What follows belongs to an exercise in optimizing a design on an open flow for small area, a short achievable clock period and few clock cycles per item; a production flow would make more cautious choices.
Only simulation tests tie the RTL to the original design; equivalence was not proved.
No activity file was given, so power comes from the tool's default toggle rates.

==> flow/design.v <==
module dz16_rs_dec (
    input             clk,
    input             rst,         
    input             in_valid,
    output            in_ready,
    input      [63:0] in_data,
    output            out_valid,
    input             out_ready,
    output     [63:0] out_data,
    output            out_last,
    output     [1:0]  out_status   
);
    localparam [1:0] ST_CLEAN = 2'd0, ST_CORR = 2'd1, ST_UNCORR = 2'd2, ST_POISON = 2'd3;
    localparam integer NROW = 12;
    localparam [63:0] POISON_S = 64'h917fe9c4ff071064;
    function [7:0] gf_mul(input [7:0] a, input [7:0] b);
        integer i;
        reg [7:0] p, aa;
        begin
            p  = 8'd0;
            aa = a;
            for (i = 0; i < 8; i = i + 1) begin
                if (b[i]) p = p ^ aa;
                aa = {aa[6:0], 1'b0} ^ (aa[7] ? 8'h1D : 8'h00);
            end
            gf_mul = p;
        end
    endfunction
    localparam [3:0] LAM = 4'hf;
    function [3:0] g16_mul(input [3:0] a, input [3:0] b);
        integer i;
        reg [3:0] p, aa;
        begin
            p  = 4'd0;
            aa = a;
            for (i = 0; i < 4; i = i + 1) begin
                if (b[i]) p = p ^ aa;
                aa = {aa[2:0], 1'b0} ^ (aa[3] ? 4'h3 : 4'h0);
            end
            g16_mul = p;
        end
    endfunction
    function [7:0] cm(input [7:0] a, input [7:0] b);
        reg [3:0] m0, m1, m2;
        begin
            m0 = g16_mul(a[3:0], b[3:0]);
            m1 = g16_mul(a[7:4], b[7:4]);
            m2 = g16_mul(a[3:0] ^ a[7:4], b[3:0] ^ b[7:4]);
            cm = {m2 ^ m0, m0 ^ g16_mul(LAM, m1)};
        end
    endfunction
    function [7:0] csq(input [7:0] a);
        reg [3:0] h, l;
        begin
            h = g16_mul(a[7:4], a[7:4]);
            l = g16_mul(a[3:0], a[3:0]);
            csq = {h, l ^ g16_mul(LAM, h)};
        end
    endfunction
    function [3:0] g16_inv(input [3:0] a);
        begin
            case (a)
            4'h0: g16_inv = 4'h0;
            4'h1: g16_inv = 4'h1;
            4'h2: g16_inv = 4'h9;
            4'h3: g16_inv = 4'he;
            4'h4: g16_inv = 4'hd;
            4'h5: g16_inv = 4'hb;
            4'h6: g16_inv = 4'h7;
            4'h7: g16_inv = 4'h6;
            4'h8: g16_inv = 4'hf;
            4'h9: g16_inv = 4'h2;
            4'ha: g16_inv = 4'hc;
            4'hb: g16_inv = 4'h5;
            4'hc: g16_inv = 4'ha;
            4'hd: g16_inv = 4'h4;
            4'he: g16_inv = 4'h3;
            4'hf: g16_inv = 4'h8;
            default: g16_inv = 4'h0;
            endcase
        end
    endfunction
    function cmember(input [7:0] a);
        begin
            case (a)
            8'h01, 8'h02, 8'h03, 8'h04, 8'h08, 8'h13, 8'h17, 8'h18, 8'h1a, 8'h23, 8'h26, 8'h27, 8'h29, 8'h30, 8'h31, 8'h32, 8'h33, 8'h34, 8'h36, 8'h3e, 8'h40, 8'h41, 8'h44, 8'h46, 8'h48, 8'h4c, 8'h4e, 8'h52, 8'h56, 8'h57, 8'h5d, 8'h60, 8'h62, 8'h64, 8'h66, 8'h6b, 8'h6c, 8'h6f, 8'h71, 8'h72, 8'h78, 8'h7a, 8'h80, 8'h82, 8'h83, 8'h88, 8'h89, 8'h8b, 8'h8c, 8'h95, 8'h9a, 8'ha1, 8'ha4, 8'ha5, 8'ha9, 8'hb3, 8'hb9, 8'hba, 8'hc0, 8'hc4, 8'hc5, 8'hc8, 8'hcb, 8'hcd, 8'hd5, 8'he2, 8'he3, 8'he4, 8'he7, 8'hf8, 8'hfb, 8'hfe: cmember = 1'b1;
            default: cmember = 1'b0;
            endcase
        end
    endfunction
    function [7:0] cqsolve(input [7:0] a);
        begin
            cqsolve = 8'h00;
            if (a[0]) cqsolve = cqsolve ^ 8'h06;
            if (a[1]) cqsolve = cqsolve ^ 8'h0a;
            if (a[2]) cqsolve = cqsolve ^ 8'h08;
            if (a[3]) cqsolve = cqsolve ^ 8'h14;
            if (a[4]) cqsolve = cqsolve ^ 8'h78;
            if (a[5]) cqsolve = cqsolve ^ 8'ha7;
            if (a[6]) cqsolve = cqsolve ^ 8'h95;
            if (a[7]) cqsolve = cqsolve ^ 8'h52;
        end
    endfunction
    function [7:0] to_z(input [7:0] a);
        begin
            to_z = 8'h00;
            if (a[0]) to_z = to_z ^ 8'h41;
            if (a[1]) to_z = to_z ^ 8'h51;
            if (a[2]) to_z = to_z ^ 8'h24;
            if (a[3]) to_z = to_z ^ 8'hb0;
            if (a[4]) to_z = to_z ^ 8'hb7;
            if (a[5]) to_z = to_z ^ 8'hff;
            if (a[6]) to_z = to_z ^ 8'h82;
            if (a[7]) to_z = to_z ^ 8'ha2;
        end
    endfunction
    function [7:0] to_poly(input [7:0] a);
        begin
            to_poly = 8'h00;
            if (a[0]) to_poly = to_poly ^ 8'h01;
            if (a[1]) to_poly = to_poly ^ 8'h98;
            if (a[2]) to_poly = to_poly ^ 8'h4e;
            if (a[3]) to_poly = to_poly ^ 8'h0a;
            if (a[4]) to_poly = to_poly ^ 8'h8a;
            if (a[5]) to_poly = to_poly ^ 8'h16;
            if (a[6]) to_poly = to_poly ^ 8'h02;
            if (a[7]) to_poly = to_poly ^ 8'h2d;
        end
    endfunction
    function [7:0] lanes(input [7:0] z);
        integer j;
        for (j = 0; j < 8; j = j + 1)
            lanes[j] = (z == (8'h80 >> j));
    endfunction
    function [7:0] zstep(input [7:0] z);
        zstep = gf_mul(z, 8'h1d);
    endfunction
    function [7:0] cinv(input [7:0] a);
        reg [3:0] d, di;
        begin
            d  = g16_mul(a[3:0], a[3:0] ^ a[7:4]) ^ g16_mul(LAM, g16_mul(a[7:4], a[7:4]));
            di = g16_inv(d);
            cinv = {g16_mul(a[7:4], di), g16_mul(a[3:0] ^ a[7:4], di)};
        end
    endfunction
    reg  [3:0]   in_beat;
    reg  [63:0]  synd;
    reg  [63:0]  ring   [0:NROW-1];
    reg          rvalid [0:NROW-1];
    reg  [3:0]   hdiff;
    reg          at_head;      
    reg  [3:0]   used;
    reg          sv;           
    reg          a_valid;      
    reg          a2_valid;     
    reg          b_valid;      
    reg          cur_valid;    
    reg  [2:0]   out_beat;
    reg         o_valid;
    reg  [63:0] o_data;
    wire take      = o_valid & cur_valid & out_ready;
    wire offer     = at_head & rvalid[NROW-1];
    wire adv       = at_head & (pop | ~rvalid[NROW-1]);
    wire free_tap  = at_head ? (~rvalid[NROW-1] | pop)
                             : (~rvalid[NROW-1] & ({1'b0, NROW[3:0]} - {1'b0, hdiff} >= {1'b0, used}));
    wire pop       = offer & (~o_valid | take);
    wire is_check  = (in_beat == 4'd8);
    assign in_ready = is_check ? (~b_valid & (~rvalid[NROW-1] | pop)) : free_tap;
    wire in_take   = in_valid & in_ready;
    wire push      = in_take & ~is_check;
    wire [63:0] sm = (in_beat == 4'd0) ? 64'd0 : synd;
    wire [63:0] synd_next;
    wire sy_t0 = in_data[61] ^ in_data[62];
    wire sy_t1 = in_data[58] ^ sy_t0;
    wire sy_t2 = in_data[52] ^ in_data[53];
    wire sy_t3 = in_data[5] ^ in_data[14];
    wire sy_t4 = in_data[2] ^ in_data[13];
    wire sy_t5 = in_data[21] ^ in_data[26];
    wire sy_t6 = in_data[54] ^ in_data[55];
    wire sy_t7 = in_data[1] ^ in_data[35];
    wire sy_t8 = in_data[37] ^ in_data[45];
    wire sy_t9 = in_data[6] ^ in_data[46];
    wire sy_t10 = in_data[10] ^ in_data[50];
    wire sy_t11 = in_data[12] ^ in_data[22];
    wire sy_t12 = in_data[18] ^ in_data[30];
    wire sy_t13 = in_data[34] ^ in_data[38];
    wire sy_t14 = in_data[3] ^ in_data[31];
    wire sy_t15 = in_data[29] ^ in_data[39];
    wire sy_t16 = in_data[25] ^ in_data[36];
    wire sy_t17 = in_data[41] ^ in_data[51];
    wire sy_t18 = in_data[60] ^ sy_t1;
    wire sy_t19 = in_data[16] ^ in_data[61];
    wire sy_t20 = in_data[11] ^ in_data[19];
    wire sy_t21 = in_data[27] ^ in_data[43];
    wire sy_t22 = in_data[8] ^ in_data[40];
    wire sy_t23 = in_data[20] ^ in_data[28];
    wire sy_t24 = in_data[15] ^ in_data[23];
    wire sy_t25 = in_data[33] ^ in_data[44];
    wire sy_t26 = in_data[24] ^ in_data[48];
    wire sy_t27 = in_data[4] ^ in_data[7];
    wire sy_t28 = in_data[9] ^ in_data[17];
    wire sy_t29 = in_data[32] ^ in_data[42];
    wire sy_t30 = in_data[47] ^ sy_t4;
    wire sy_t31 = in_data[49] ^ in_data[63];
    wire sy_t32 = sy_t5 ^ sy_t9;
    wire sy_t33 = sy_t2 ^ sy_t23;
    wire sy_t34 = in_data[12] ^ sy_t7;
    wire sy_t35 = sy_t6 ^ sy_t16;
    wire sy_t36 = in_data[57] ^ in_data[59];
    wire sy_t37 = in_data[0] ^ in_data[51];
    wire sy_t38 = in_data[42] ^ sy_t3;
    wire sy_t39 = sy_t8 ^ sy_t13;
    wire sy_t40 = in_data[59] ^ sy_t0;
    wire sy_t41 = sy_t14 ^ sy_t24;
    wire sy_t42 = in_data[60] ^ sy_t36;
    wire sy_t43 = sy_t10 ^ sy_t18;
    wire sy_t44 = in_data[2] ^ in_data[15];
    wire sy_t45 = in_data[56] ^ sy_t19;
    wire sy_t46 = in_data[44] ^ sy_t12;
    wire sy_t47 = sy_t15 ^ sy_t17;
    wire sy_t48 = in_data[18] ^ in_data[28];
    wire sy_t49 = in_data[27] ^ in_data[47];
    wire sy_t50 = in_data[34] ^ in_data[46];
    wire sy_t51 = in_data[21] ^ sy_t20;
    wire sy_t52 = sy_t6 ^ sy_t21;
    wire sy_t53 = in_data[30] ^ sy_t11;
    wire sy_t54 = in_data[37] ^ sy_t27;
    wire sy_t55 = in_data[49] ^ sy_t22;
    wire sy_t56 = in_data[23] ^ sy_t25;
    wire sy_t57 = in_data[9] ^ sy_t29;
    wire sy_t58 = in_data[5] ^ in_data[13];
    wire sy_t59 = in_data[25] ^ in_data[43];
    wire sy_t60 = in_data[7] ^ in_data[26];
    wire sy_t61 = in_data[31] ^ in_data[45];
    wire sy_t62 = in_data[40] ^ in_data[50];
    wire sy_t63 = sm[58] ^ sm[60];
    wire sy_t64 = sy_t21 ^ sy_t28;
    wire sy_t65 = in_data[16] ^ sy_t2;
    wire sy_t66 = in_data[17] ^ sy_t15;
    wire sy_t67 = in_data[48] ^ sy_t31;
    wire sy_t68 = sy_t38 ^ sy_t39;
    wire sy_t69 = in_data[61] ^ sy_t42;
    wire sy_t70 = sy_t25 ^ sy_t30;
    wire sy_t71 = in_data[29] ^ in_data[53];
    wire sy_t72 = in_data[36] ^ in_data[54];
    wire sy_t73 = in_data[22] ^ in_data[54];
    wire sy_t74 = in_data[38] ^ in_data[63];
    wire sy_t75 = in_data[1] ^ in_data[55];
    wire sy_t76 = in_data[6] ^ in_data[15];
    wire sy_t77 = in_data[0] ^ in_data[8];
    wire sy_t78 = in_data[19] ^ in_data[41];
    wire sy_t79 = in_data[11] ^ in_data[20];
    wire sy_t80 = in_data[5] ^ in_data[38];
    wire sy_t81 = in_data[11] ^ in_data[55];
    wire sy_t82 = in_data[27] ^ in_data[42];
    wire sy_t83 = in_data[10] ^ in_data[22];
    wire sy_t84 = sm[59] ^ sm[61];
    wire sy_t85 = in_data[51] ^ sy_t3;
    wire sy_t86 = in_data[49] ^ sy_t16;
    wire sy_t87 = in_data[4] ^ sy_t14;
    wire sy_t88 = in_data[53] ^ sy_t5;
    wire sy_t89 = in_data[32] ^ sy_t10;
    wire sy_t90 = in_data[33] ^ sy_t17;
    wire sy_t91 = in_data[39] ^ sy_t26;
    wire sy_t92 = sy_t56 ^ sy_t61;
    wire sy_t93 = sy_t19 ^ sy_t53;
    wire sy_t94 = in_data[24] ^ sy_t18;
    wire sy_t95 = sy_t11 ^ sy_t43;
    wire sy_t96 = in_data[4] ^ in_data[29];
    wire sy_t97 = in_data[13] ^ in_data[35];
    wire sy_t98 = sm[8] ^ sm[12];
    wire sy_t99 = in_data[34] ^ sm[15];
    wire sy_t100 = in_data[39] ^ in_data[62];
    wire sy_t101 = in_data[3] ^ in_data[37];
    wire sy_t102 = in_data[6] ^ in_data[19];
    wire sy_t103 = in_data[13] ^ in_data[20];
    wire sy_t104 = in_data[40] ^ in_data[48];
    wire sy_t105 = in_data[52] ^ sm[19];
    wire sy_t106 = in_data[8] ^ in_data[36];
    wire sy_t107 = sm[24] ^ sm[27];
    wire sy_t108 = in_data[5] ^ in_data[23];
    wire sy_t109 = sm[32] ^ sm[39];
    wire sy_t110 = in_data[28] ^ in_data[41];
    wire sy_t111 = sm[40] ^ sm[41];
    wire sy_t112 = in_data[25] ^ in_data[54];
    wire sy_t113 = sm[49] ^ sm[52];
    wire sy_t114 = sm[50] ^ sm[53];
    wire sy_t115 = sm[51] ^ sm[54];
    wire sy_t116 = in_data[0] ^ sy_t22;
    wire sy_t117 = sy_t8 ^ sy_t58;
    wire sy_t118 = sy_t8 ^ sy_t9;
    wire sy_t119 = in_data[52] ^ sy_t59;
    wire sy_t120 = sm[13] ^ sy_t3;
    wire sy_t121 = sm[14] ^ sy_t13;
    wire sy_t122 = in_data[16] ^ sy_t20;
    wire sy_t123 = in_data[50] ^ sy_t29;
    wire sy_t124 = sy_t7 ^ sy_t28;
    wire sy_t125 = sy_t11 ^ sy_t44;
    wire sy_t126 = in_data[43] ^ sy_t2;
    wire sy_t127 = in_data[9] ^ sy_t48;
    wire sy_t128 = sy_t37 ^ sy_t50;
    wire sy_t129 = sy_t2 ^ sy_t27;
    wire sy_t130 = sy_t12 ^ sy_t83;
    wire sy_t131 = sm[56] ^ sy_t63;
    wire sy_t132 = sm[62] ^ sy_t84;
    wire sy_t133 = sy_t32 ^ sy_t33;
    wire sy_t134 = in_data[7] ^ sy_t85;
    wire sy_t135 = in_data[31] ^ sy_t46;
    wire sy_t136 = sy_t15 ^ sy_t30;
    wire sy_t137 = sy_t1 ^ sy_t10;
    wire sy_t138 = in_data[10] ^ sy_t45;
    wire sy_t139 = in_data[24] ^ sy_t35;
    wire sy_t140 = sm[18] ^ sy_t47;
    wire sy_t141 = sy_t80 ^ sy_t125;
    wire sy_t142 = sy_t31 ^ sy_t40;
    wire sy_t143 = in_data[4] ^ sy_t45;
    wire sy_t144 = sy_t1 ^ sy_t37;
    wire sy_t145 = in_data[18] ^ sy_t54;
    wire sy_t146 = sy_t4 ^ sy_t68;
    wire sy_t147 = in_data[14] ^ in_data[62];
    wire sy_t148 = in_data[22] ^ in_data[47];
    wire sy_t149 = in_data[17] ^ in_data[42];
    wire sy_t150 = in_data[44] ^ sm[11];
    wire sy_t151 = in_data[0] ^ in_data[3];
    wire sy_t152 = in_data[17] ^ in_data[37];
    wire sy_t153 = in_data[31] ^ sm[17];
    wire sy_t154 = in_data[16] ^ in_data[19];
    wire sy_t155 = sm[28] ^ sm[29];
    wire sy_t156 = in_data[6] ^ in_data[29];
    wire sy_t157 = in_data[40] ^ sm[25];
    wire sy_t158 = in_data[1] ^ in_data[45];
    wire sy_t159 = in_data[33] ^ in_data[48];
    wire sy_t160 = in_data[49] ^ sm[33];
    wire sy_t161 = in_data[36] ^ sm[34];
    wire sy_t162 = in_data[32] ^ sm[35];
    wire sy_t163 = in_data[47] ^ in_data[52];
    wire sy_t164 = in_data[33] ^ in_data[41];
    wire sy_t165 = in_data[28] ^ in_data[34];
    wire sy_t166 = sm[43] ^ sm[45];
    wire sy_t167 = sm[40] ^ sm[46];
    wire sy_t168 = in_data[26] ^ in_data[39];
    wire sy_t169 = in_data[37] ^ sm[48];
    wire sy_t170 = in_data[11] ^ in_data[40];
    wire sy_t171 = in_data[33] ^ sm[63];
    wire sy_t172 = in_data[21] ^ sy_t26;
    wire sy_t173 = in_data[63] ^ sy_t24;
    wire sy_t174 = sy_t12 ^ sy_t71;
    wire sy_t175 = sy_t17 ^ sy_t96;
    wire sy_t176 = sy_t9 ^ sy_t23;
    wire sy_t177 = in_data[35] ^ sy_t60;
    wire sy_t178 = sm[12] ^ sy_t97;
    wire sy_t179 = in_data[26] ^ sy_t7;
    wire sy_t180 = sy_t16 ^ sy_t27;
    wire sy_t181 = sy_t23 ^ sy_t77;
    wire sy_t182 = in_data[30] ^ sy_t104;
    wire sy_t183 = in_data[46] ^ sy_t29;
    wire sy_t184 = in_data[62] ^ sy_t49;
    wire sy_t185 = sy_t12 ^ sy_t21;
    wire sy_t186 = in_data[44] ^ sy_t26;
    wire sy_t187 = in_data[14] ^ sy_t7;
    wire sy_t188 = in_data[17] ^ sy_t19;
    wire sy_t189 = sm[30] ^ sy_t24;
    wire sy_t190 = sm[27] ^ sy_t17;
    wire sy_t191 = in_data[53] ^ sy_t3;
    wire sy_t192 = in_data[43] ^ sy_t6;
    wire sy_t193 = sm[37] ^ sy_t161;
    wire sy_t194 = sy_t44 ^ sy_t102;
    wire sy_t195 = in_data[23] ^ sy_t81;
    wire sy_t196 = sy_t82 ^ sy_t164;
    wire sy_t197 = sy_t5 ^ sy_t8;
    wire sy_t198 = sy_t22 ^ sy_t111;
    wire sy_t199 = in_data[49] ^ sy_t165;
    wire sy_t200 = sm[41] ^ sy_t4;
    wire sy_t201 = in_data[32] ^ sy_t3;
    wire sy_t202 = sy_t7 ^ sy_t79;
    wire sy_t203 = in_data[2] ^ sy_t114;
    wire sy_t204 = in_data[27] ^ sy_t115;
    wire sy_t205 = sy_t28 ^ sy_t72;
    wire sy_t206 = sy_t20 ^ sy_t113;
    wire sy_t207 = in_data[10] ^ sy_t76;
    wire sy_t208 = sm[57] ^ sy_t13;
    wire sy_t209 = sy_t71 ^ sy_t117;
    wire sy_t210 = sy_t40 ^ sy_t52;
    wire sy_t211 = sy_t41 ^ sy_t51;
    wire sy_t212 = in_data[3] ^ sy_t34;
    wire sy_t213 = sy_t25 ^ sy_t51;
    wire sy_t214 = sy_t33 ^ sy_t64;
    wire sy_t215 = sm[9] ^ sy_t119;
    wire sy_t216 = sy_t98 ^ sy_t120;
    wire sy_t217 = sy_t55 ^ sy_t59;
    wire sy_t218 = sy_t65 ^ sy_t99;
    wire sy_t219 = in_data[34] ^ sy_t118;
    wire sy_t220 = sy_t40 ^ sy_t65;
    wire sy_t221 = sy_t77 ^ sy_t89;
    wire sy_t222 = sy_t34 ^ sy_t122;
    wire sy_t223 = sy_t19 ^ sy_t42;
    wire sy_t224 = sy_t26 ^ sy_t90;
    wire sy_t225 = sy_t32 ^ sy_t49;
    wire sy_t226 = sy_t57 ^ sy_t105;
    wire sy_t227 = sy_t13 ^ sy_t47;
    wire sy_t228 = sy_t29 ^ sy_t33;
    wire sy_t229 = sy_t30 ^ sy_t86;
    wire sy_t230 = sy_t62 ^ sy_t190;
    wire sy_t231 = in_data[31] ^ sy_t91;
    wire sy_t232 = sy_t55 ^ sy_t109;
    wire sy_t233 = sm[36] ^ sy_t41;
    wire sy_t234 = sy_t14 ^ sy_t66;
    wire sy_t235 = sy_t46 ^ sy_t67;
    wire sy_t236 = sy_t197 ^ sy_t198;
    wire sy_t237 = sy_t32 ^ sy_t35;
    wire sy_t238 = sy_t41 ^ sy_t200;
    wire sy_t239 = in_data[61] ^ sy_t129;
    wire sy_t240 = sy_t73 ^ sy_t137;
    wire sy_t241 = sy_t86 ^ sy_t214;
    wire sy_t242 = sy_t121 ^ sy_t136;
    wire sy_t243 = sy_t37 ^ sy_t92;
    wire sy_t244 = sy_t39 ^ sy_t139;
    wire sy_t245 = sy_t140 ^ sy_t226;
    wire sy_t246 = sm[16] ^ sy_t141;
    wire sy_t247 = sy_t126 ^ sy_t227;
    wire sy_t248 = in_data[19] ^ sy_t69;
    wire sy_t249 = sy_t70 ^ sy_t107;
    wire sy_t250 = sy_t5 ^ sy_t134;
    wire sy_t251 = sy_t12 ^ sy_t143;
    wire sy_t252 = sy_t18 ^ sy_t26;
    wire sy_t253 = sm[55] ^ sy_t70;
    wire sy_t254 = in_data[13] ^ sy_t145;
    wire sy_t255 = sy_t94 ^ sy_t218;
    wire sy_t256 = sy_t95 ^ sy_t133;
    assign synd_next[0] = in_data[32] ^ sm[0] ^ sy_t45 ^ sy_t116 ^ sy_t172 ^ sy_t209;
    assign synd_next[1] = sm[1] ^ sy_t46 ^ sy_t72 ^ sy_t96 ^ sy_t146 ^ sy_t256;
    assign synd_next[2] = in_data[30] ^ in_data[38] ^ sm[2] ^ sy_t9 ^ sy_t73 ^ sy_t147;
    assign synd_next[3] = in_data[30] ^ in_data[53] ^ sm[3] ^ sy_t15 ^ sy_t74 ^ sy_t97 ^ sy_t118 ^ sy_t134 ^ sy_t148 ^ sy_t210 ^ sy_t211;
    assign synd_next[4] = in_data[36] ^ sm[4] ^ sy_t6 ^ sy_t27 ^ sy_t68 ^ sy_t135 ^ sy_t136 ^ sy_t173 ^ sy_t256;
    assign synd_next[5] = sm[5] ^ sy_t32 ^ sy_t146 ^ sy_t174 ^ sy_t240;
    assign synd_next[6] = sm[6] ^ sy_t69 ^ sy_t117 ^ sy_t175 ^ sy_t212 ^ sy_t213 ^ sy_t241;
    assign synd_next[7] = in_data[21] ^ in_data[61] ^ sm[7] ^ sy_t209;
    assign synd_next[8] = sy_t53 ^ sy_t54 ^ sy_t75 ^ sy_t138 ^ sy_t176 ^ sy_t211 ^ sy_t215 ^ sy_t216 ^ sy_t242;
    assign synd_next[9] = in_data[51] ^ sm[10] ^ sy_t25 ^ sy_t76 ^ sy_t149 ^ sy_t177 ^ sy_t217 ^ sy_t255;
    assign synd_next[10] = in_data[8] ^ in_data[17] ^ in_data[23] ^ sy_t3 ^ sy_t53 ^ sy_t87 ^ sy_t88 ^ sy_t100 ^ sy_t150 ^ sy_t178;
    assign synd_next[11] = in_data[44] ^ sy_t35 ^ sy_t48 ^ sy_t64 ^ sy_t78 ^ sy_t173 ^ sy_t179 ^ sy_t216 ^ sy_t219 ^ sy_t220 ^ sy_t221;
    assign synd_next[12] = in_data[18] ^ in_data[26] ^ sm[11] ^ sm[13] ^ sy_t22 ^ sy_t31 ^ sy_t38 ^ sy_t64 ^ sy_t73 ^ sy_t178 ^ sy_t180 ^ sy_t243 ^ sy_t255;
    assign synd_next[13] = in_data[10] ^ in_data[30] ^ in_data[47] ^ in_data[55] ^ sm[15] ^ sy_t1 ^ sy_t44 ^ sy_t66 ^ sy_t98 ^ sy_t101 ^ sy_t121 ^ sy_t133 ^ sy_t150 ^ sy_t217 ^ sy_t222;
    assign synd_next[14] = in_data[6] ^ sy_t24 ^ sy_t99 ^ sy_t120 ^ sy_t123 ^ sy_t215 ^ sy_t223 ^ sy_t224;
    assign synd_next[15] = in_data[21] ^ sm[10] ^ sm[12] ^ sy_t79 ^ sy_t87 ^ sy_t93 ^ sy_t119 ^ sy_t242;
    assign synd_next[16] = sm[20] ^ sm[21] ^ sy_t20 ^ sy_t124 ^ sy_t135 ^ sy_t138 ^ sy_t140 ^ sy_t181 ^ sy_t225 ^ sy_t244;
    assign synd_next[17] = in_data[23] ^ sm[22] ^ sy_t43 ^ sy_t102 ^ sy_t103 ^ sy_t151 ^ sy_t182 ^ sy_t245;
    assign synd_next[18] = in_data[16] ^ sm[23] ^ sy_t48 ^ sy_t60 ^ sy_t105 ^ sy_t106 ^ sy_t152 ^ sy_t183 ^ sy_t184 ^ sy_t246;
    assign synd_next[19] = in_data[1] ^ in_data[8] ^ in_data[24] ^ in_data[54] ^ sm[20] ^ sy_t48 ^ sy_t57 ^ sy_t142 ^ sy_t153 ^ sy_t213 ^ sy_t247;
    assign synd_next[20] = in_data[47] ^ in_data[48] ^ sm[18] ^ sy_t43 ^ sy_t74 ^ sy_t90 ^ sy_t116 ^ sy_t152 ^ sy_t185 ^ sy_t228;
    assign synd_next[21] = in_data[5] ^ in_data[15] ^ in_data[45] ^ sy_t1 ^ sy_t35 ^ sy_t50 ^ sy_t154 ^ sy_t177 ^ sy_t186 ^ sy_t245;
    assign synd_next[22] = in_data[50] ^ sm[19] ^ sy_t47 ^ sy_t55 ^ sy_t127 ^ sy_t246 ^ sy_t248;
    assign synd_next[23] = sy_t8 ^ sy_t17 ^ sy_t81 ^ sy_t153 ^ sy_t180 ^ sy_t187 ^ sy_t188 ^ sy_t225;
    assign synd_next[24] = in_data[14] ^ sy_t10 ^ sy_t21 ^ sy_t88 ^ sy_t143 ^ sy_t155 ^ sy_t183 ^ sy_t189 ^ sy_t212 ^ sy_t244 ^ sy_t249;
    assign synd_next[25] = in_data[18] ^ sm[31] ^ sy_t43 ^ sy_t101 ^ sy_t107 ^ sy_t156 ^ sy_t157 ^ sy_t229 ^ sy_t250;
    assign synd_next[26] = in_data[24] ^ sm[26] ^ sm[28] ^ sy_t4 ^ sy_t11 ^ sy_t23 ^ sy_t81 ^ sy_t92 ^ sy_t100 ^ sy_t124 ^ sy_t128 ^ sy_t157;
    assign synd_next[27] = in_data[7] ^ in_data[35] ^ sm[26] ^ sy_t9 ^ sy_t16 ^ sy_t26 ^ sy_t30 ^ sy_t74 ^ sy_t82 ^ sy_t155 ^ sy_t220 ^ sy_t230;
    assign synd_next[28] = in_data[52] ^ sm[28] ^ sy_t31 ^ sy_t34 ^ sy_t60 ^ sy_t94 ^ sy_t108 ^ sy_t219 ^ sy_t230;
    assign synd_next[29] = in_data[6] ^ in_data[22] ^ in_data[43] ^ sm[29] ^ sy_t14 ^ sy_t35 ^ sy_t57 ^ sy_t62 ^ sy_t79 ^ sy_t144 ^ sy_t191 ^ sy_t249;
    assign synd_next[30] = in_data[4] ^ in_data[5] ^ in_data[50] ^ sm[25] ^ sy_t28 ^ sy_t34 ^ sy_t69 ^ sy_t176 ^ sy_t189 ^ sy_t229 ^ sy_t231;
    assign synd_next[31] = sm[26] ^ sm[31] ^ sy_t13 ^ sy_t51 ^ sy_t52 ^ sy_t56 ^ sy_t93 ^ sy_t158 ^ sy_t221;
    assign synd_next[32] = in_data[21] ^ sy_t33 ^ sy_t50 ^ sy_t57 ^ sy_t61 ^ sy_t70 ^ sy_t78 ^ sy_t187 ^ sy_t192 ^ sy_t232 ^ sy_t251;
    assign synd_next[33] = in_data[25] ^ sm[39] ^ sy_t8 ^ sy_t50 ^ sy_t95 ^ sy_t122 ^ sy_t159 ^ sy_t160 ^ sy_t181 ^ sy_t233;
    assign synd_next[34] = in_data[24] ^ sy_t46 ^ sy_t52 ^ sy_t123 ^ sy_t147 ^ sy_t193 ^ sy_t194 ^ sy_t234;
    assign synd_next[35] = sm[38] ^ sy_t20 ^ sy_t34 ^ sy_t58 ^ sy_t62 ^ sy_t142 ^ sy_t162 ^ sy_t163 ^ sy_t243;
    assign synd_next[36] = in_data[43] ^ sy_t27 ^ sy_t95 ^ sy_t109 ^ sy_t128 ^ sy_t162 ^ sy_t195 ^ sy_t235;
    assign synd_next[37] = sm[33] ^ sm[35] ^ sy_t20 ^ sy_t66 ^ sy_t103 ^ sy_t129 ^ sy_t158 ^ sy_t196 ^ sy_t232 ^ sy_t233 ^ sy_t240;
    assign synd_next[38] = in_data[2] ^ in_data[9] ^ in_data[14] ^ in_data[27] ^ in_data[32] ^ sy_t51 ^ sy_t69 ^ sy_t91 ^ sy_t92 ^ sy_t130 ^ sy_t160 ^ sy_t193;
    assign synd_next[39] = in_data[38] ^ in_data[49] ^ sm[34] ^ sm[35] ^ sm[38] ^ sy_t30 ^ sy_t38 ^ sy_t110 ^ sy_t174 ^ sy_t179 ^ sy_t188 ^ sy_t192;
    assign synd_next[40] = sm[42] ^ sm[45] ^ sy_t47 ^ sy_t52 ^ sy_t108 ^ sy_t138 ^ sy_t186 ^ sy_t228 ^ sy_t236;
    assign synd_next[41] = sm[46] ^ sy_t54 ^ sy_t64 ^ sy_t135 ^ sy_t148 ^ sy_t166 ^ sy_t194 ^ sy_t199 ^ sy_t252;
    assign synd_next[42] = in_data[9] ^ in_data[53] ^ sm[47] ^ sy_t55 ^ sy_t100 ^ sy_t141 ^ sy_t167 ^ sy_t196 ^ sy_t237;
    assign synd_next[43] = in_data[18] ^ in_data[20] ^ in_data[45] ^ sm[44] ^ sm[47] ^ sy_t20 ^ sy_t21 ^ sy_t40 ^ sy_t67 ^ sy_t75 ^ sy_t85 ^ sy_t87 ^ sy_t111 ^ sy_t123;
    assign synd_next[44] = in_data[0] ^ in_data[4] ^ sm[42] ^ sm[44] ^ sy_t6 ^ sy_t43 ^ sy_t78 ^ sy_t149 ^ sy_t168 ^ sy_t235 ^ sy_t238;
    assign synd_next[45] = in_data[38] ^ sy_t104 ^ sy_t130 ^ sy_t144 ^ sy_t166 ^ sy_t238 ^ sy_t241;
    assign synd_next[46] = sm[42] ^ sy_t32 ^ sy_t38 ^ sy_t75 ^ sy_t106 ^ sy_t159 ^ sy_t167 ^ sy_t185 ^ sy_t223 ^ sy_t234;
    assign synd_next[47] = in_data[38] ^ in_data[41] ^ sm[43] ^ sm[47] ^ sy_t91 ^ sy_t112 ^ sy_t201 ^ sy_t202 ^ sy_t236 ^ sy_t239;
    assign synd_next[48] = in_data[12] ^ in_data[42] ^ sy_t62 ^ sy_t101 ^ sy_t113 ^ sy_t139 ^ sy_t203 ^ sy_t247 ^ sy_t251;
    assign synd_next[49] = in_data[0] ^ sm[49] ^ sy_t14 ^ sy_t28 ^ sy_t60 ^ sy_t110 ^ sy_t146 ^ sy_t195 ^ sy_t204 ^ sy_t252;
    assign synd_next[50] = in_data[6] ^ in_data[20] ^ in_data[62] ^ sm[50] ^ sy_t34 ^ sy_t41 ^ sy_t65 ^ sy_t169 ^ sy_t182 ^ sy_t205 ^ sy_t253;
    assign synd_next[51] = in_data[5] ^ sm[51] ^ sy_t10 ^ sy_t11 ^ sy_t22 ^ sy_t67 ^ sy_t110 ^ sy_t156 ^ sy_t169 ^ sy_t206 ^ sy_t210;
    assign synd_next[52] = in_data[4] ^ in_data[10] ^ sy_t18 ^ sy_t67 ^ sy_t72 ^ sy_t82 ^ sy_t88 ^ sy_t108 ^ sy_t114 ^ sy_t127 ^ sy_t170;
    assign synd_next[53] = in_data[29] ^ in_data[52] ^ in_data[55] ^ sy_t5 ^ sy_t41 ^ sy_t49 ^ sy_t80 ^ sy_t115 ^ sy_t124 ^ sy_t137 ^ sy_t145 ^ sy_t203 ^ sy_t224;
    assign synd_next[54] = in_data[1] ^ in_data[41] ^ sm[48] ^ sy_t22 ^ sy_t35 ^ sy_t42 ^ sy_t54 ^ sy_t93 ^ sy_t168 ^ sy_t204 ^ sy_t207 ^ sy_t253;
    assign synd_next[55] = in_data[29] ^ sm[55] ^ sy_t7 ^ sy_t44 ^ sy_t93 ^ sy_t106 ^ sy_t126 ^ sy_t128 ^ sy_t201 ^ sy_t206;
    assign synd_next[56] = in_data[56] ^ sm[63] ^ sy_t10 ^ sy_t34 ^ sy_t90 ^ sy_t131 ^ sy_t132 ^ sy_t170 ^ sy_t199 ^ sy_t237 ^ sy_t239;
    assign synd_next[57] = in_data[39] ^ sy_t9 ^ sy_t24 ^ sy_t52 ^ sy_t83 ^ sy_t94 ^ sy_t116 ^ sy_t131 ^ sy_t202 ^ sy_t208 ^ sy_t254;
    assign synd_next[58] = in_data[11] ^ in_data[33] ^ in_data[34] ^ in_data[45] ^ sm[57] ^ sy_t2 ^ sy_t57 ^ sy_t84 ^ sy_t130 ^ sy_t131 ^ sy_t184 ^ sy_t250;
    assign synd_next[59] = in_data[20] ^ sy_t4 ^ sy_t63 ^ sy_t66 ^ sy_t78 ^ sy_t112 ^ sy_t132 ^ sy_t142 ^ sy_t172 ^ sy_t191 ^ sy_t208;
    assign synd_next[60] = in_data[12] ^ in_data[40] ^ sm[56] ^ sm[62] ^ sy_t18 ^ sy_t33 ^ sy_t74 ^ sy_t75 ^ sy_t154 ^ sy_t171 ^ sy_t231 ^ sy_t254;
    assign synd_next[61] = in_data[49] ^ sm[57] ^ sm[60] ^ sm[62] ^ sy_t39 ^ sy_t49 ^ sy_t58 ^ sy_t76 ^ sy_t87 ^ sy_t89 ^ sy_t112 ^ sy_t127 ^ sy_t144 ^ sy_t222;
    assign synd_next[62] = sm[61] ^ sy_t11 ^ sy_t63 ^ sy_t68 ^ sy_t88 ^ sy_t151 ^ sy_t171 ^ sy_t205 ^ sy_t207 ^ sy_t248;
    assign synd_next[63] = in_data[8] ^ in_data[25] ^ in_data[61] ^ sy_t28 ^ sy_t32 ^ sy_t56 ^ sy_t89 ^ sy_t103 ^ sy_t132 ^ sy_t163 ^ sy_t175;
    wire [7:0] s0 = synd[7:0],   s1 = synd[15:8],  s2 = synd[23:16], s3 = synd[31:24];
    wire [7:0] a_det = cm(s0, s2) ^ csq(s1);
    wire [7:0] a_A   = cm(s0, s3) ^ cm(s1, s2);
    wire [7:0] a_B   = cm(s1, s3) ^ csq(s2);
    wire       a_case2 = (a_det != 8'd0);
    wire [7:0] a_U   = a_case2 ? a_det : s0;
    wire [7:0] a_V   = a_case2 ? a_A : s1;
    wire [7:0] a_W   = a_case2 ? a_B : 8'd0;
    wire [63:0] hs = ring[2];
    reg  [7:0]  r1_U, r1_V, r1_W;
    reg         r1_clean, r1_poison, r1_case2, r1_Anz, r1_S0nz;
    reg  [7:0]  ra_invU, ra_invV;
    wire [7:0] b_s0 = hs[7:0],   b_s1 = hs[15:8],  b_s2 = hs[23:16], b_s3 = hs[31:24];
    wire [7:0] b_s4 = hs[39:32], b_s5 = hs[47:40], b_s6 = hs[55:48], b_s7 = hs[63:56];
    wire [7:0] sig1 = cm(r1_V, ra_invU);
    wire [7:0] sig2 = cm(r1_W, ra_invU);
    wire [7:0] rho  = cm(r1_U, ra_invV);
    wire [7:0] e2 = b_s4 ^ cm(sig1, b_s3) ^ cm(sig2, b_s2);
    wire [7:0] e3 = b_s5 ^ cm(sig1, b_s4) ^ cm(sig2, b_s3);
    wire [7:0] e4 = b_s6 ^ cm(sig1, b_s5) ^ cm(sig2, b_s4);
    wire [7:0] e5 = b_s7 ^ cm(sig1, b_s6) ^ cm(sig2, b_s5);
    wire       ver_ok = ({e2, e3, e4, e5} == 32'd0);
    wire [7:0] qc   = cm(sig2, csq(rho));
    wire       qtr  = ^(qc & 8'h80);
    reg  [7:0]  rb_sig1, rb_w0, rb_s1rho, rb_s0;
    reg         rb_ok1, rb_ok2, rb_case2, rb_clean, rb_poison;
    wire [7:0] x1   = rb_case2 ? cm(rb_sig1, rb_w0) : rb_sig1;
    wire [7:0] x2   = x1 ^ rb_sig1;
    wire [7:0] y1   = rb_case2 ? (rb_s1rho ^ cm(rb_s0, rb_w0 ^ 8'h01)) : rb_s0;
    wire [7:0] y2   = y1 ^ rb_s0;
    wire       ok1  = rb_ok1 & cmember(x1);
    wire       ok2  = rb_ok2 & cmember(x1) & cmember(x2);
    wire [1:0] c_next_status = rb_clean ? ST_CLEAN : rb_poison ? ST_POISON
                             : (ok1 | ok2) ? ST_CORR : ST_UNCORR;
    reg  [1:0] c_status;
    reg  [7:0] c_z1, c_z2, c_y1, c_y2;
    reg  [7:0] c_m1, c_m2;      
    wire       load_cur = b_valid & (~cur_valid | (take & (out_beat == 3'd7)));
    assign out_valid  = o_valid & cur_valid;
    assign out_last   = (out_beat == 3'd7);
    assign out_status = c_status;
    reg [63:0] odata;
    integer oj;
    always @* begin
        odata = o_data;
        for (oj = 0; oj < 8; oj = oj + 1) begin
            if (c_m1[oj]) odata[8*oj +: 8] = odata[8*oj +: 8] ^ c_y1;
            if (c_m2[oj]) odata[8*oj +: 8] = odata[8*oj +: 8] ^ c_y2;
        end
        if (c_status[1])
            odata = 64'd0;
    end
    assign out_data = odata;
    integer ri;
    always @(posedge clk) begin
        ring[0]  <= push ? in_data : ring[NROW-1];
        ring[1]  <= sv ? synd : ring[0];
        for (ri = 1; ri < NROW; ri = ri + 1) begin
            if (ri > 1)
                ring[ri] <= ring[ri-1];
            rvalid[ri] <= rvalid[ri-1];
        end
        rvalid[0] <= push | (rvalid[NROW-1] & ~pop);
        if (pop)
            o_data <= ring[NROW-1];
        if (in_take)
            synd <= synd_next;
        if (sv) begin
            r1_U      <= a_U;
            r1_V      <= a_V;
            r1_W      <= a_W;
            r1_clean  <= (synd == 64'd0);
            r1_poison <= (synd == POISON_S);
            r1_case2  <= a_case2;
            r1_Anz    <= (a_A != 8'd0);
            r1_S0nz   <= (s0 != 8'd0);
        end
        ra_invU   <= cinv(r1_U);
        ra_invV   <= cinv(r1_V);
        if (a2_valid) begin
            rb_sig1   <= sig1;
            rb_w0     <= cqsolve(qc);
            rb_s1rho  <= cm(b_s1, rho);
            rb_s0     <= b_s0;
            rb_ok1    <= ~r1_case2 & r1_S0nz & ~r1_Anz & ver_ok;
            rb_ok2    <= r1_case2 & r1_Anz & ~qtr & ver_ok;
            rb_case2  <= r1_case2;
            rb_clean  <= r1_clean;
            rb_poison <= r1_poison;
        end
        if (load_cur) begin
            c_status <= c_next_status;
            c_z1     <= to_z(x1);
            c_z2     <= rb_case2 ? to_z(x2) : 8'd0;
            c_m1     <= lanes(to_z(x1));
            c_m2     <= rb_case2 ? lanes(to_z(x2)) : 8'd0;
            c_y1     <= to_poly(y1);
            c_y2     <= rb_case2 ? to_poly(y2) : 8'd0;
        end else if (take) begin
            c_z1     <= zstep(c_z1);
            c_z2     <= zstep(c_z2);
            c_m1     <= lanes(zstep(c_z1));
            c_m2     <= lanes(zstep(c_z2));
        end
        if (rst) begin
            in_beat   <= 4'd0;
            for (ri = 0; ri < NROW; ri = ri + 1)
                rvalid[ri] <= 1'b0;
            hdiff     <= 4'd0;
            o_valid   <= 1'b0;
            at_head   <= 1'b1;
            used      <= 4'd0;
            sv        <= 1'b0;
            a_valid   <= 1'b0;
            a2_valid  <= 1'b0;
            b_valid   <= 1'b0;
            cur_valid <= 1'b0;
            out_beat  <= 3'd0;
        end else begin
            if (in_take)
                in_beat <= is_check ? 4'd0 : in_beat + 4'd1;
            if (pop)
                o_valid <= 1'b1;
            else if (take)
                o_valid <= 1'b0;
            if (at_head) begin
                hdiff   <= (rvalid[NROW-1] & ~pop) ? NROW - 1 : 4'd0;
                at_head <= ~(rvalid[NROW-1] & ~pop);
            end else begin
                hdiff   <= hdiff - 4'd1;
                at_head <= (hdiff == 4'd1);
            end
            if (push)
                used <= at_head ? NROW : NROW - hdiff + 4'd1;
            else if (adv && used != 4'd0)
                used <= used - 4'd1;
            sv      <= in_take & is_check;
            a_valid  <= sv;
            a2_valid <= a_valid;
            if (a2_valid)
                b_valid <= 1'b1;
            else if (load_cur)
                b_valid <= 1'b0;
            if (load_cur)
                cur_valid <= 1'b1;
            else if (take & (out_beat == 3'd7))
                cur_valid <= 1'b0;
            if (take)
                out_beat <= out_beat + 3'd1;
        end
    end
endmodule
==> flow/flow/run.sh <==
#!/bin/bash
# The standard layout (standard.sh, unchanged synthesis and steps), except
#  - the input and output ports are buffered with buf_2 cells instead of the
#    default port buffer cell;
#  - clock tree synthesis does not add dummy loads to the clock tree leaves,
#    and clusters up to 24 registers (80 um across) per leaf buffer.
# Full make output goes to standard.log; ORFS's per-step logs stay in orfs/logs.
set -uo pipefail
export BUFFER_PORTS_ARGS="-buffer_cell sky130_fd_sc_hd__buf_2"
export CTS_ARGS="-sink_clustering_enable -repair_clock_nets -dont_use_dummy_load -sink_clustering_size 24 -sink_clustering_max_diameter 80"
bash standard.sh > standard.log 2>&1
==> flow/standard.sh <==
#!/bin/bash
# synth_recipe.tcl (not shown) runs the flow's synth.tcl, then flattens the netlist and writes it again
# the make line also repeats each setting of config.mk as NAME=value (left out here)
make -C /OpenROAD-flow-scripts/flow DESIGN_CONFIG=/design/flow/config.mk WORK_HOME=/design/flow/orfs CLKGATE_MAP_FILE= SYNTH_SCRIPT=/design/flow/synth_recipe.tcl "${@:-finish}"
==> flow/config.mk <==
export PLATFORM = sky130hd
export DESIGN_NAME = dz16_rs_dec
export DESIGN_NICKNAME = dz16_rs_dec
export VERILOG_FILES = /design/flow/design.v
export SDC_FILE = /design/flow/constraint.sdc
export NUM_CORES = 4
export LEC_CHECK = 0
export CAP_MARGIN = 20
export CORE_MARGIN = 2
export CORE_UTILIZATION = 40
export SETUP_SLACK_MARGIN = 5
export SLEW_MARGIN = 20
==> flow/constraint.sdc <==
create_clock -name core_clock -period 10.0 [get_ports {clk}]
set_input_delay 2.0000 -clock core_clock [delete_from_list [all_inputs] [get_ports {clk}]]
set_output_delay 2.0000 -clock core_clock [all_outputs]
set_load 0.01 [all_outputs]
==> out/results.ini, run 1 <==
[sta]
finalSetupViolCount=0
slew_headroom_pct=26.1
fin_crit_sh_pct=49.3
rsz0062_at_grt=yes
drv_slew=0
period_needed_ns=4.93
worst_pin_slew_ns=1.10
max_freq_mhz=203
whs_ns=0.271
skew_ns=0.0974
finalHoldViolations=0
tns_ns=0

[clock_network]
cts_buffers=61
cts_max_level=2
clk_path_buf_depth=3
holdBufCountCts=0
clkSlewWorstSetupHoldPaths_ns=0.08
cts_tree=yes
clock_latency_ns=0.71
clkSinkCount=1061
cts.root.buffer_cell=clkbuf_16

[floorplan]
pin_count=137
core_area_um2=147000
start_util_pct=40.3
die_x_um=389
rows=141
die_h_um=389
die_area_um2=152000

[finish]
layout.area.seq_um2=23700
final_cell_area_um2=64500
n_fill_cell=14200
syn_to_final_growth_pct=8.64
multi_input_area_um2=34400
drive_gt1_share_pct=11.1
nNetsFinal=6255

[critical_path]
worstPathMaxFanout=8
endpoint_kind=output pin
cp-start-kind=primary input
max_stage_delay_ns=0.18
critical-path-slowest-cell=a21oi_2
path_class=in2out
cp_data_arrival_time_ns=2.93
crit_chain=buf_2 > nand2_4 > nand2_2 > nand2_1 > nand2_1 > o21ai_0 > a21oi_2 > buf_2
crit_buf_inv=2
required_ns=8.00
crit_family=simple AND/OR/NAND/NOR gates

[yosys]
ys_types=92
synth_fp_nets=6248
synth_edf_count=243
synth-async-reset-ratio_pct=0
yosysSeqAreaShare_pct=39.9
synth_area_um2=59400
yosysWarnings=3
synth_top_flop_cell=dfxtp_1
syn_area_per_cell_um2=9.71
yosys_register_bits=1061
syn_inst=6115

[global_route]
grt_usage_pct=25.3
grt_pass1_vias=39900
grt_max_degree=65
antenna_found_initial=20
grt_pass1_wl_um=281000
globalRoute.totalOverflow=0

[pwr]
p_sw_share_pct=45.6
power.density_nw_per_um2=336
p_clk_share_pct=11.1
p_switching_mw=9.89
total_power_mw=21.7
seq_power_share_pct=28.0
pwr-share-comb_pct=61.0
leakage_nw=24.3
p_int_mw=11.8
irDropWorstVdd_v=0.000654

[run]
cap_violations=0

[detailed_routing]
drt_iter0_drc=4443
route.detailed.drc=0
ant_nets=0
vias=42600
firstDrtPassIters=5
drt_wl_total_um=197000
viasPerCell=5.29
routedWlPerCell_um=24.5

[placed_design]
dpl_cell_area_um2=61700
hpwl_um=149000
io_buffers=136
gp_congestion=0.997

[status]
status=no timing/DRC/antenna violations

[min_path]
hold_class=reg2reg

## path summary, 6_finish.rpt
path / slack, ns / cells after the start / to / start
hold reg to reg: 0.27 / 0 / ring[5][55] / ring[4][55]
hold / removal: 0.27 / 0 / ring[5][55] / ring[4][55]
setup reg to reg: 5.15 / 17 / rb_ok2 / r1_V[5]
setup / recovery: 5.07 / 8 / in_ready / out_ready
## repair_timing
item,CTS,global route
resized for setup,38,60
endpoints found under the setup margin,28,21
setup buffers,34,56
pin swaps,2,10
## sequential cells by signal (all words and copies together), names as in the netlist, 12 cells and up
| name | flops |
|---|---|
| synd | 64 |
| ring | 768 |
| o_data | 64 |
| rvalid | 12 |
## worst reg2reg max path, cell delays in order, from the launching register on
cell and delay (ns):
edfxtp_1 0.37, buf_4 0.19, buf_4 0.15, xor2_2 0.30
mux2i_1 0.13, a211oi_1 0.33, xnor3_2 0.55, xor2_2 0.18
buf_6 0.29, nand2_1 0.12, xnor3_1 0.40, xnor3_1 0.28
xnor2_1 0.17, xnor2_1 0.34, xnor2_1 0.21, mux2i_1 0.27
o2111ai_1 0.23, nor3_1 0.23
## cells in the mapped netlist (53+ instances only)
master | count | share of area (%)
ha_1 | 65 | 1.4
dfxtp_1 | 818 | 28
nor3_1 | 53 | 0.45
a21oi_1 | 143 | 1.2
xnor3_1 | 67 | 2.5
nor2b_1 | 59 | 0.62
mux2i_1 | 65 | 1.1
nor2_1 | 466 | 2.9
inv_1 | 93 | 0.59
nand2_1 | 806 | 5.1
o21ai_0 | 156 | 1.3
buf_2 | 54 | 0.46
xor2_1 | 509 | 7.5
edfxtp_1 | 243 | 12
clkbuf_1 | 263 | 1.7
mux2_2 | 160 | 3.0
xnor2_1 | 1527 | 23
## layout by cell type, fill, tap and decap left out, types with 14 or more instances in the layout
| cell | Yosys | routed |
|---|---|---|
| xnor2_1 | 1527 | 1500 |
| dfxtp_1 | 818 | 808 |
| nand2_1 | 806 | 803 |
| xor2_1 | 509 | 496 |
| nor2_1 | 466 | 464 |
| edfxtp_1 | 243 | 243 |
| buf_4 | 6 | 176 |
| mux2_2 | 160 | 160 |
| o21ai_0 | 156 | 156 |
| a21oi_1 | 143 | 140 |
| buf_2 | 54 | 136 |
| inv_1 | 93 | 92 |
| mux2i_1 | 65 | 64 |
| xnor3_1 | 67 | 62 |
| ha_1 | 65 | 61 |
| clkbuf_16 | 0 | 61 |
| nor2b_1 | 59 | 59 |
| nor3_1 | 53 | 53 |
| nand3_1 | 48 | 48 |
| a22oi_1 | 47 | 47 |
| nand2b_1 | 46 | 46 |
| xnor2_2 | 25 | 41 |
| o22ai_1 | 31 | 31 |
| nor4_1 | 20 | 20 |
| and2_1 | 21 | 20 |
| nand4_1 | 19 | 19 |
| a31oi_1 | 18 | 18 |
| xor2_2 | 11 | 16 |
| nor3b_1 | 17 | 16 |
| and3_1 | 14 | 14 |
## stage by stage
step	setup WS, ns	std cells	utilization (%)
after floorplan	5.06	6115	-
after global placement	4.17	7899	41.8
after detailed placement	4.24	7899	41.8
after CTS	5.00	7994	43.2
after global routing	4.96	8050	43.7
final	5.07	8053	43.7
## power groups by stage
stage                     Clock (mW)  Combinational [mW]  Sequential, mW
final                           2.40                13.2            6.07
after global routing            2.59                13.9            6.09
after CTS                       2.45                13.2            6.04
after detailed placement           0                13.1            6.13
after global placement             0                13.1            6.12
after floorplan                    0                9.05            5.69
## kinds of logic after synthesis
family	count (synthesis)	synth area share [%]
buf+inv	470	3.22
simple gates	1610	11.5
xor+xnor	2157	34.3
flops	1061	39.9
compound gates	523	5.45
fa+ha+maj	65	1.37
mux	229	4.26
## area by class of cell
type                    count  share of cell area, %
multi-input cells        4584                   53.4
flip-flops and latches   1061                   36.7
well taps                1930                   3.74
repair buffers            317                   3.21
clock buffers              61                   2.37
inverters                  97                  0.576
diodes                      3                 0.0116
## routing by layer
metal	part of all wire [%]	up-vias	global-route usage (%)
met5	0.0081	-	0
met4	4.9	2	10.7
met3	8.9	374	4.22
met2	43	1993	38.7
met1	43	20600	35.2
li1	-	19600	-
Testbench counts, summed over its fixed seeds: cycles 17,376, items 1,920.
==> run 2, diff against run 1 <==
--- a/flow/config.mk
+++ b/flow/config.mk
@@ -9,4 +9,5 @@
 export CORE_MARGIN = 2
 export CORE_UTILIZATION = 40
+export PLACE_DENSITY = 0.7
 export SETUP_SLACK_MARGIN = 5
 export SLEW_MARGIN = 20
==> run 2 against run 1 <==
Non-clock buffer count is 6 lower; still clean; global-route usage fell by 0.39 points; largest cell class unchanged; register-to-register slack got worse by 0.07 ns; largest power group unchanged; hold slack got worse by 0.0012 ns; combinational power decreased by 3%; count of clock-buffer cells in the layout down 3; critical path type is now reg2reg; maximum frequency is essentially flat.
==> out/results.ini, run 2 <==
[yosys]
syn_inst=6115  ; unchanged
synth_area_um2=59400  ; unchanged
synth.area.top_cells=dfxtp_1 28%, xnor2_1 23%, edfxtp_1 12%
synthTopCellsByCount=1,527 x xnor2_1, 818 x dfxtp_1, 806 x nand2_1
syn_area_per_cell_um2=9.71  ; unchanged
yosysWarnings=3  ; unchanged
synth_largest_area_cell=dfxtp_1
yosys.area_share.simple_pct=11.5  ; unchanged
synth_edf_count=243  ; unchanged
yosysSeqAreaShare_pct=39.9  ; unchanged
yosys.cell_count.top_type=xnor2_1
yosysTopAreaCellShare_pct=27.6  ; unchanged
synthAdderAreaFrac_pct=1.37  ; unchanged
synth_fp_nets=6248  ; unchanged
synth_top_flop_cell=dfxtp_1
ys_types=92  ; unchanged
synth_xor_area_share_pct=34.3  ; unchanged
synth-async-reset-ratio_pct=0  ; unchanged
synth_top_family_by_area=XOR/XNOR gates
yosys_register_bits=1061  ; unchanged
muxShareOfSynthArea_pct=4.26  ; unchanged
synth-compound-area-share_pct=5.45  ; unchanged

[min_path]
min_path_cells=0  ; unchanged
hold_class=reg2reg
hold_end=ring[2][6]
min_from=ring[1][6]

[placed_design]
io_buffers=136  ; unchanged
hpwl_um=146000  ; -1.5%
post-place-ws_ns=4.26  ; +0.0220 ns
gp_congestion=1.04  ; +4.0%

[clock_network]
clkSinkCount=1061  ; unchanged
cts.root.buffer_cell=clkbuf_16
clkSlewWorstSetupHoldPaths_ns=0.09  ; about the same
cts_tree=yes
cts_max_level=2  ; unchanged
cts_buffers=58  ; -4.9%
clock_latency_ns=0.69  ; -0.02 ns
clk_path_buf_depth=3  ; unchanged
holdBufCountCts=0  ; unchanged

[finish]
syn_to_final_growth_pct=8.45
max_flop_register=ring
multi_input_area_um2=34400  ; -0.11%
nNetsFinal=6246  ; -0.14%
layout.area.seq_um2=23700  ; unchanged
largest_reg_flops=768  ; unchanged
top_regs=ring: 768 flops, o_data: 64 flops, synd: 64 flops
final_util_pct=43.7  ; -0.075 points
n_fill_cell=13900  ; -2.0%
final_cell_mix=1,496 x xnor2_1, 808 x dfxtp_1, 803 x nand2_1
final_common_cell=xnor2_1
drive_gt1_share_pct=11.1  ; -0.033 points

[run]
cap_violations=0  ; unchanged

[detailed_routing]
drt_iter0_drc=5167  ; +16%
drt_wl_total_um=195000  ; -1.3%
firstDrtPassIters=6  ; +1
vias=43300  ; +1.6%
ant_nets=0  ; unchanged
routedWlPerCell_um=24.2  ; -1.2%
viasPerCell=5.38  ; +1.7%
route.detailed.drc=0  ; unchanged

[critical_path]
critical-path-slowest-cell=xor3_4
cp-start-kind=register
max_stage_delay_ns=0.71  ; +0.53 ns
ff2ff_path_depth=14  ; -3
crit_chain=xor2_1 > o22ai_1 > a211oi_1 > xor2_1 > xor3_4 > nand2_1 > xnor3_1 > xnor3_1 > xnor2_1 > xnor2_2 > xnor2_1 > mux2i_1 > o2111ai_2 > nor3_1
required_ns=10.52  ; +2.52 ns
worstPathMaxFanout=11  ; +3
r2r_end=rb_ok2
r2r-start=r1_W[0]
endpoint_kind=register
r2r_slack_ns=5.08  ; -0.07 ns
cp_data_arrival_time_ns=5.44  ; +2.51 ns
path_class=reg2reg

[floorplan]
rows=141  ; unchanged
core_area_um2=147000  ; unchanged
die_h_um=389  ; unchanged
die_area_um2=152000  ; unchanged
start_util_pct=40.3  ; unchanged
die_x_um=389  ; unchanged
pin_count=137  ; unchanged

[sta]
finalSetupViolCount=0  ; unchanged
slew_headroom_pct=16.7  ; -9.3 points
worst_pin_slew_ns=1.24  ; +0.139 ns
rsz0062_at_grt=yes
skew_ns=0.0871  ; -0.0102 ns
drv_slew=0  ; unchanged
fin_crit_sh_pct=49.2  ; about the same
period_needed_ns=4.92  ; -0.00477 ns
tns_ns=0  ; unchanged
whs_ns=0.270  ; -0.00123 ns
max_freq_mhz=203  ; about the same
finalHoldViolations=0  ; unchanged
setup_slack_ns=5.08  ; +0.00477 ns

[pwr]
total_power_mw=21.3  ; -1.9%
power.density_nw_per_um2=330  ; -1.8%
irDropWorstVdd_v=0.000703  ; +7.5%
leakage_nw=24.3  ; -0.17%

[global_route]
grt_pass1_vias=40300  ; +1.0%
globalRoute.totalOverflow=0  ; unchanged
antenna_found_initial=19  ; -5.0%
grt_pass1_wl_um=279000  ; -1.0%
grt_max_degree=68  ; +4.6%
grt_usage_pct=24.9  ; -0.39 points

[status]
status=no timing/DRC/antenna violations

run 2: cell count changes in the layout (fill, tap and decap cells not counted), moves of 3 or more:
cell,previous run,this run
xor2_1,496,499
xnor2_1,1500,1496
clkbuf_16,61,58
xnor2_4,13,9
buf_12,2,5
xnor2_2,41,49
diode_2,3,6
buf_4,176,168
run 2: how the worst max path moves through the flow:
stage | endpoint | slack [ns] | from
finish | rb_ok2 | 5.08 | r1_W[0]
global route | c_status[1] | 4.86 | rb_sig1[5]
floorplan | in_beat[2] | 5.06 | out_ready
detailed placement | c_status[1] | 4.26 | rb_sig1[6]
CTS | c_status[1] | 4.94 | rb_sig1[7]
global placement | c_status[1] | 4.31 | rb_sig1[6]
run 2: stage by stage:
stage	cell area, um2	instances
3_3_place_gp	61600	7892
6_report	64400	8047
5_1_grt	64400	8041
2_1_floorplan	59400	6115
3_5_place_dp	61600	7892
4_1_cts	63600	7986
run 2: routing by layer:
| metal | share of wire, % | GRT usage, % | vias up | routed length [um] |
|---|---|---|---|---|
| met5 | 0.012 | 0 | - | 24 |
| met4 | 5.2 | 11.7 | 4 | 10100 |
| met3 | 11 | 5.30 | 444 | 21300 |
| met2 | 42 | 36.8 | 2334 | 81900 |
| met1 | 42 | 34.6 | 20900 | 81200 |
| li1 | - | - | 19600 | - |
run 2: kinds of logic (layout without fill, tap and decap cells):
logic type               Yosys count  in the layout
AO/OA/AOI/OAI                    523            523
XOR/XNOR                        2157           2157
adder cells (fa/ha/maj)           65             65
buffers and inverters            470            466
flip-flops                      1061           1061
multiplexers                     229            229
other                              0              6
AND/OR/NAND/NOR                 1610           1610
run 2: timing repair:
item / CTS / global route
hold endpoints to repair: 0 / 0
setup buffers: 36 / 55
pin swaps: 4 / 5
endpoints found under the setup margin: 30 / 41
resized for setup: 44 / 53
run 2: critical path: cells and delay by family (launching register included):
family	cells	cell delay, ns
xor+xnor	8	2.85
compound gates	3	0.72
flops	1	0.56
simple gates	2	0.34
mux	1	0.29
run 2: layout make-up:
class,count,area share (%)
inverter,97,0.587
antenna,6,0.0233
sequential,1061,36.8
multi-input combinational,4584,53.4
clock buffer,58,2.25
tap,1930,3.75
timing repair buffer,311,3.20
run 2: report_power, final:
group          switching (mW)  leakage [nW]  internal [mW]
clock                    1.31         0.715           1.02
sequential              0.653          9.14           5.43
combinational            7.55          14.4           5.28
==> run 3, diff against run 2 <==
--- a/flow/config.mk
+++ b/flow/config.mk
@@ -9,5 +9,5 @@
 export CORE_MARGIN = 2
 export CORE_UTILIZATION = 40
-export PLACE_DENSITY = 0.7
+export GPL_ROUTABILITY_DRIVEN = 0
 export SETUP_SLACK_MARGIN = 5
 export SLEW_MARGIN = 20
==> run 3 against run 2 <==
Still clean; first-iteration DRC count fell by 2.1%; count of clock-buffer cells in the layout grew 3; synthesized area is the same.
==> out/results.ini, run 3 <==
[status]
status=no timing/DRC/antenna violations

[clock_network]
cts_buffers=61  ; +5.2%
cts_max_level=2  ; unchanged
clkSlewWorstSetupHoldPaths_ns=0.08  ; about the same
clock_latency_ns=0.69  ; about the same
clkSinkCount=1061  ; unchanged
cts.root.buffer_cell=clkbuf_16
clk_path_buf_depth=3  ; unchanged
cts_tree=yes

[detailed_routing]
drt_iter0_drc=5059  ; -2.1%
drt_wl_total_um=191000  ; -2.0%
vias=42900  ; -0.89%
firstDrtPassIters=6  ; unchanged
viasPerCell=5.34  ; -0.78%
routedWlPerCell_um=23.7  ; -1.9%
route.detailed.drc=0  ; unchanged
ant_nets=0  ; unchanged

[finish]
syn_to_final_growth_pct=8.45  ; about the same
final_common_cell=xnor2_1
largest_reg_flops=768  ; unchanged
max_flop_register=ring
nNetsFinal=6241  ; -0.080%
n_fill_cell=14100  ; +1.3%
final_cell_mix=1,503 x xnor2_1, 810 x dfxtp_1, 802 x nand2_1
drive_gt1_share_pct=10.8  ; -0.29 points
top_regs=ring: 768 flops, o_data: 64 flops, synd: 64 flops

[yosys]
yosys.cell_count.top_type=xnor2_1
yosysSeqAreaShare_pct=39.9  ; unchanged
syn_inst=6115  ; unchanged
yosys.area_share.simple_pct=11.5  ; unchanged
synth_edf_count=243  ; unchanged
synthAdderAreaFrac_pct=1.37  ; unchanged
yosysTopAreaCellShare_pct=27.6  ; unchanged
synth-compound-area-share_pct=5.45  ; unchanged
ys_types=92  ; unchanged
synth-async-reset-ratio_pct=0  ; unchanged
yosysWarnings=3  ; unchanged
synth_area_um2=59400  ; unchanged
synth_fp_nets=6248  ; unchanged
synth.area.top_cells=dfxtp_1 28%, xnor2_1 23%, edfxtp_1 12%
synthTopCellsByCount=1,527 x xnor2_1, 818 x dfxtp_1, 806 x nand2_1
synth_largest_area_cell=dfxtp_1
yosys_register_bits=1061  ; unchanged
synth_top_family_by_area=XOR/XNOR gates
muxShareOfSynthArea_pct=4.26  ; unchanged
syn_area_per_cell_um2=9.71  ; unchanged
synth_top_flop_cell=dfxtp_1
synth_xor_area_share_pct=34.3  ; unchanged

[floorplan]
die_area_um2=152000  ; unchanged
die_x_um=389  ; unchanged
start_util_pct=40.3  ; unchanged
core_area_um2=147000  ; unchanged
pin_count=137  ; unchanged
die_h_um=389  ; unchanged
rows=141  ; unchanged

[critical_path]
max_stage_delay_ns=0.17  ; -0.54 ns
required_ns=8.00  ; -2.52 ns
endpoint_kind=output pin
critical-path-slowest-cell=buf_2
path_class=in2out
r2r_slack_ns=5.08  ; about the same
crit_chain=buf_2 > nand2_4 > nand2_1 > nand2_1 > nand2_2 > o21ai_0 > a21oi_1 > buf_2
cp_data_arrival_time_ns=2.92  ; -2.52 ns
cp-start-kind=primary input
worstPathMaxFanout=8  ; -3

[placed_design]
hpwl_um=143000  ; -2.2%
io_buffers=136  ; unchanged

[sta]
period_needed_ns=4.92  ; +0.00292 ns
finalSetupViolCount=0  ; unchanged
tns_ns=0  ; unchanged
finalHoldViolations=0  ; unchanged
fin_crit_sh_pct=49.2  ; about the same
worst_pin_slew_ns=1.22  ; -0.0205 ns
slew_headroom_pct=18.1  ; +1.4 points
max_freq_mhz=203  ; about the same
rsz0062_at_grt=yes
whs_ns=0.287  ; +0.0177 ns
skew_ns=0.0576  ; -0.0296 ns
drv_slew=0  ; unchanged

[global_route]
grt_usage_pct=24.3  ; -0.58 points
grt_max_degree=67  ; -1.5%
globalRoute.totalOverflow=0  ; unchanged
antenna_found_initial=11  ; -8
grt_pass1_wl_um=273000  ; -2.1%
grt_pass1_vias=39500  ; -1.8%

[pwr]
leakage_nw=24.2  ; -0.12%
irDropWorstVdd_v=0.000773  ; +9.9%
power.density_nw_per_um2=340  ; +2.9%
total_power_mw=21.9  ; +2.9%

[run]
cap_violations=0  ; unchanged

[min_path]
hold_class=reg2reg

==> run 3: cell types whose count changed in the layout (fill, tap and decap cells not counted), moves of 3 or more <==
cell | previous run | this run
xnor2_2 | 49 | 38
buf_4 | 168 | 158
mux2i_1 | 62 | 65
diode_2 | 6 | 2
clkbuf_16 | 58 | 61
dfxtp_2 | 9 | 6
xnor2_1 | 1496 | 1503
xnor2_4 | 9 | 13
mux2i_2 | 3 | 0
==> run 3: stage by stage <==
step	instances	instance area, um2	utilization [%]	setup WS, ns
CTS	7967	63400	43.0	4.95
floorplan	6115	59400	-	5.06
finish	8038	64400	43.7	5.08
global route	8036	64400	43.7	4.93
detailed placement	7888	61600	41.7	4.42
global placement	7888	61600	41.7	4.43
==> run 3: path summary, 6_finish.rpt <==
path               startpoint          end  cells after the start
setup / recovery    out_ready     in_ready                      8
hold / removal    ring[8][36]  ring[9][36]                      0
setup reg to reg   rb_sig1[3]  c_status[1]                     16
hold reg to reg   ring[8][36]  ring[9][36]                      0
==> run 3: power by group <==
part | switching (mW) | total [mW] | internal, mW
registers | 0.580 | 6.01 | 5.43
logic | 8.17 | 13.5 | 5.29
clock network | 1.32 | 2.40 | 1.07
total | 10.1 | 21.9 | 11.8
==> run 3: cells by family after synthesis <==
kind of cell | after synthesis
xor+xnor | 2157
simple gates | 1610
flops | 1061
compound gates | 523
buf+inv | 470
mux | 229
fa+ha+maj | 65
==> run 3: worst max-delay path: cells and delay by family <==
family	cells	cell delay, ns
buffers and inverters	2	0.27
AOI/OAI and AO/OA	2	0.25
and+or+nand+nor	4	0.41
==> run 3: cell type report <==
type                    count  area, um2  area share, %
flip-flops and latches   1061      23700           36.8
well taps                1930       2410           3.75
multi-input cells        4584      34400           53.4
inverters                  97        369          0.573
repair buffers            303       2020           3.13
clock buffers              61       1530           2.37
diodes                      2       5.00        0.00777
==> run 3: metal layers <==
layer  global-route usage, %  part of all wire (%)  up-vias
met2                    36.5                    42     2216
li1                        -                     -    19600
met4                    10.9                   5.2        0
met5                       0                     0        -
met3                    4.76                   9.7      501
met1                    33.8                    43    20500
==> run 3: what timing repair did <==
action | 4_1_cts | 5_1_grt
gates resized for setup | 30 | 62
pin swaps | 1 | 8
endpoints found under the setup margin | 21 | 33
buffers inserted | 18 | 69
hold buffers | 0 | 0

## re-timing with driven ports
In the flow no input, the clock included, has a driving cell. The finished layouts below were timed again as built, in two steps.
Step 1, drivers: a clkbuf_16 drives clk and a buf_2 each remaining input, both assumed.
Step 2, shift: input delay + t, output delay - t, t = (earliest + latest rising clock arrival at the registers) / 2. This alone moves slack from input paths to output paths.
Slacks: ideal ports / drivers / drivers and shift; pairs: ideal ports / drivers.
run | shift t [ns] | slack for setup (ns) | worst setup path after step 2 | cell pins on the clock port's net
run 1 | 0.726 | 5.074 / 5.044 / 4.515 | input to register | 1
run 2 | 0.729 | 5.079 / 5.017 / 4.288 | input to register | 1
run 3 | 0.744 | 5.076 / 5.041 / 4.405 | input to register | 1
After both steps setup and hold are still met in every run listed. For run 2, which loses most, drivers alone change the setup slack by -0.062 ns; drivers and shift together by -0.791 ns.
